What follows belongs to an exercise in optimizing a design on an open flow for small area, a short achievable clock period and few clock cycles per item; a production flow would make more cautious choices. Where RTL was checked, it was by simulation tests only, not by an equivalence proof against the original.

rev 12:
Design loop_slot_unit, start of the top module:
module loop_slot_unit (
    input  wire        clk,
    input  wire        rst,
    input  wire        in_valid,
    output wire        in_ready,
    input  wire [2:0]  typ,
    input  wire [3:0]  fmt,
    input  wire        lim_src,
    input  wire [7:0]  signs,
    input  wire        hold,
    input  wire        start,
    input  wire [31:0] a,
    input  wire [31:0] b,
    input  wire [31:0] c,
    input  wire [31:0] d,
    input  wire [31:0] p0,
    input  wire [31:0] p1,
    input  wire [31:0] p2,
    input  wire [31:0] p3,
    input  wire [31:0] p4,
    input  wire [31:0] p5,
    input  wire [15:0] p6,
    input  wire [31:0] st_out,
    input  wire [31:0] st_i,
    input  wire [7:0]  gov_gap,
    input  wire [7:0]  gov_win,
    output reg         out_valid,
    output reg  [31:0] out,
    output reg  [31:0] aux,
    output reg  [5:0]  flags
);
Size: roughly 510 I/O pins, ~0.093 sq mm of cells after synthesis.
export LEC_CHECK = 0
export CAP_MARGIN = 20
export CELL_PAD_IN_SITES_DETAIL_PLACEMENT = 2
export CELL_PAD_IN_SITES_GLOBAL_PLACEMENT = 2
export CORE_MARGIN = 2
export CORE_UTILIZATION = 25
export SLEW_MARGIN = 20
export SYNTH_HIERARCHICAL = 1
export SYNTH_MINIMUM_KEEP_SIZE = 0
create_clock -name core_clock -period 44.0 [get_ports {clk}]
run.sh (not shown) runs the stock make flow with config.mk's settings and CLKGATE_MAP_FILE= SYNTH_SCRIPT=/design/flow/synth_recipe.tcl, a recipe that flattens the netlist after the stock synthesis.
Rev 12: done, clean on timing, DRC and antenna
The inputs of rev 13 differ from those of rev 12 as listed below.
-- flow/config.mk --
<<< rev 12, line 10
export CELL_PAD_IN_SITES_GLOBAL_PLACEMENT = 2
export CORE_MARGIN = 2
export CORE_UTILIZATION = 25
export SLEW_MARGIN = 20
export SYNTH_HIERARCHICAL = 1
>>> rev 13, line 10
export CELL_PAD_IN_SITES_GLOBAL_PLACEMENT = 2
export CORE_MARGIN = 2
export CORE_UTILIZATION = 40
export CTS_BUF_LIST = sky130_fd_sc_hd__clkbuf_8
export SLEW_MARGIN = 20
export SYNTH_HIERARCHICAL = 1
[summary]
- Across both runs, sequential share of layout area was higher for rev 13 than for rev 12.
- Of rev 13 and rev 12, the run reporting the higher utilization after layout was rev 13.
- Compared to rev 12, rev 13 has inserted tap cell count 1924 lower.
No functional check of the RTL was part of any run of this note.


Another version of the RTL of loop_slot_unit (not shown whole).
Size in the first run: ~8800 cells after synthesis.
==> flow/config.mk <==
export PLATFORM = sky130hd
export DESIGN_NAME = loop_slot_unit
export DESIGN_NICKNAME = loop_slot_unit
export VERILOG_FILES = /design/flow/design.v
export SDC_FILE = /design/flow/constraint.sdc
export NUM_CORES = 4
export LEC_CHECK = 0
export CAP_MARGIN = 20
export CELL_PAD_IN_SITES_DETAIL_PLACEMENT = 2
export CELL_PAD_IN_SITES_GLOBAL_PLACEMENT = 2
export CORE_MARGIN = 2
export CORE_UTILIZATION = 25
export SLEW_MARGIN = 20
export SYNTH_HIERARCHICAL = 1
export SYNTH_MINIMUM_KEEP_SIZE = 0
==> flow/constraint.sdc <==
create_clock -name core_clock -period 44.0 [get_ports {clk}]
set_input_delay 8.8000 -clock core_clock [delete_from_list [all_inputs] [get_ports {clk}]]
set_output_delay 8.8000 -clock core_clock [all_outputs]
set_load 0.01 [all_outputs]
The starting point produced a clean layout.
Testbench counts at the start, summed over its fixed seeds: cycles 37,310, items 32,000.
Change:
==> flow/flow/run.sh (new file) <==
#!/bin/bash
set -euo pipefail
bash standard.sh SETUP_SLACK_MARGIN=34.5 SKIP_GATE_CLONING=1 MATCH_CELL_FOOTPRINT=0 finish > standard.log 2>&1
==> flow/standard.sh (new file) <==
#!/bin/bash
# synth_recipe.tcl (not shown) runs the flow's synth.tcl, then flattens the netlist and writes it again
# the make line also repeats each setting of config.mk as NAME=value (left out here)
make -C /OpenROAD-flow-scripts/flow DESIGN_CONFIG=/design/flow/config.mk WORK_HOME=/design/flow/orfs CLKGATE_MAP_FILE= SYNTH_SCRIPT=/design/flow/synth_recipe.tcl "${@:-finish}"
removed: flow/run.sh
The new run went through all stages and came out clean.
Flip-flop and latch count is unchanged.
Design area barely changes.
Fmax grows by about 3%.
Routed wire length is lower by about 0.9%.
Worst hold slack gets worse by 16 ps.
Area after synthesis does not change.

static timing again, ports no longer ideal:
No port has a modelled driver above. Below, the same layouts with a new extraction and two added sets of constraints.
Step 1 (the two cells are an assumption about what drives the block):
set clk [get_ports {clk}]
set_driving_cell -lib_cell sky130_fd_sc_hd__clkbuf_16 $clk
set_driving_cell -lib_cell sky130_fd_sc_hd__buf_2 [delete_from_list [all_inputs] $clk]
Step 2 times the ports against the registers' clock, not the clock port: input delays grow and output delays shrink by t, the midpoint of the rising clock arrivals with the driver on.
a / b / c = ideal ports / drivers / drivers and shift; a / b = the first two.
run	shift t [ns]	slack for setup (ns)	worst register clock-pin slew, ns
rev 12	0.959	33.280 / 33.173 / 34.094	0.07 / 0.07
rev 13	1.085	32.932 / 32.830 / 33.914	0.08 / 0.08
the first run of note 2	0.960	33.263 / 33.178 / 32.912	0.09 / 0.09
the second run of note 2	0.951	33.568 / 33.484 / 33.497	0.09 / 0.09
After both steps every run listed still meets setup and hold. The setup slack of the first run of note 2, which loses most, moves by -0.085 ns with the drivers and by -0.351 ns with both steps.
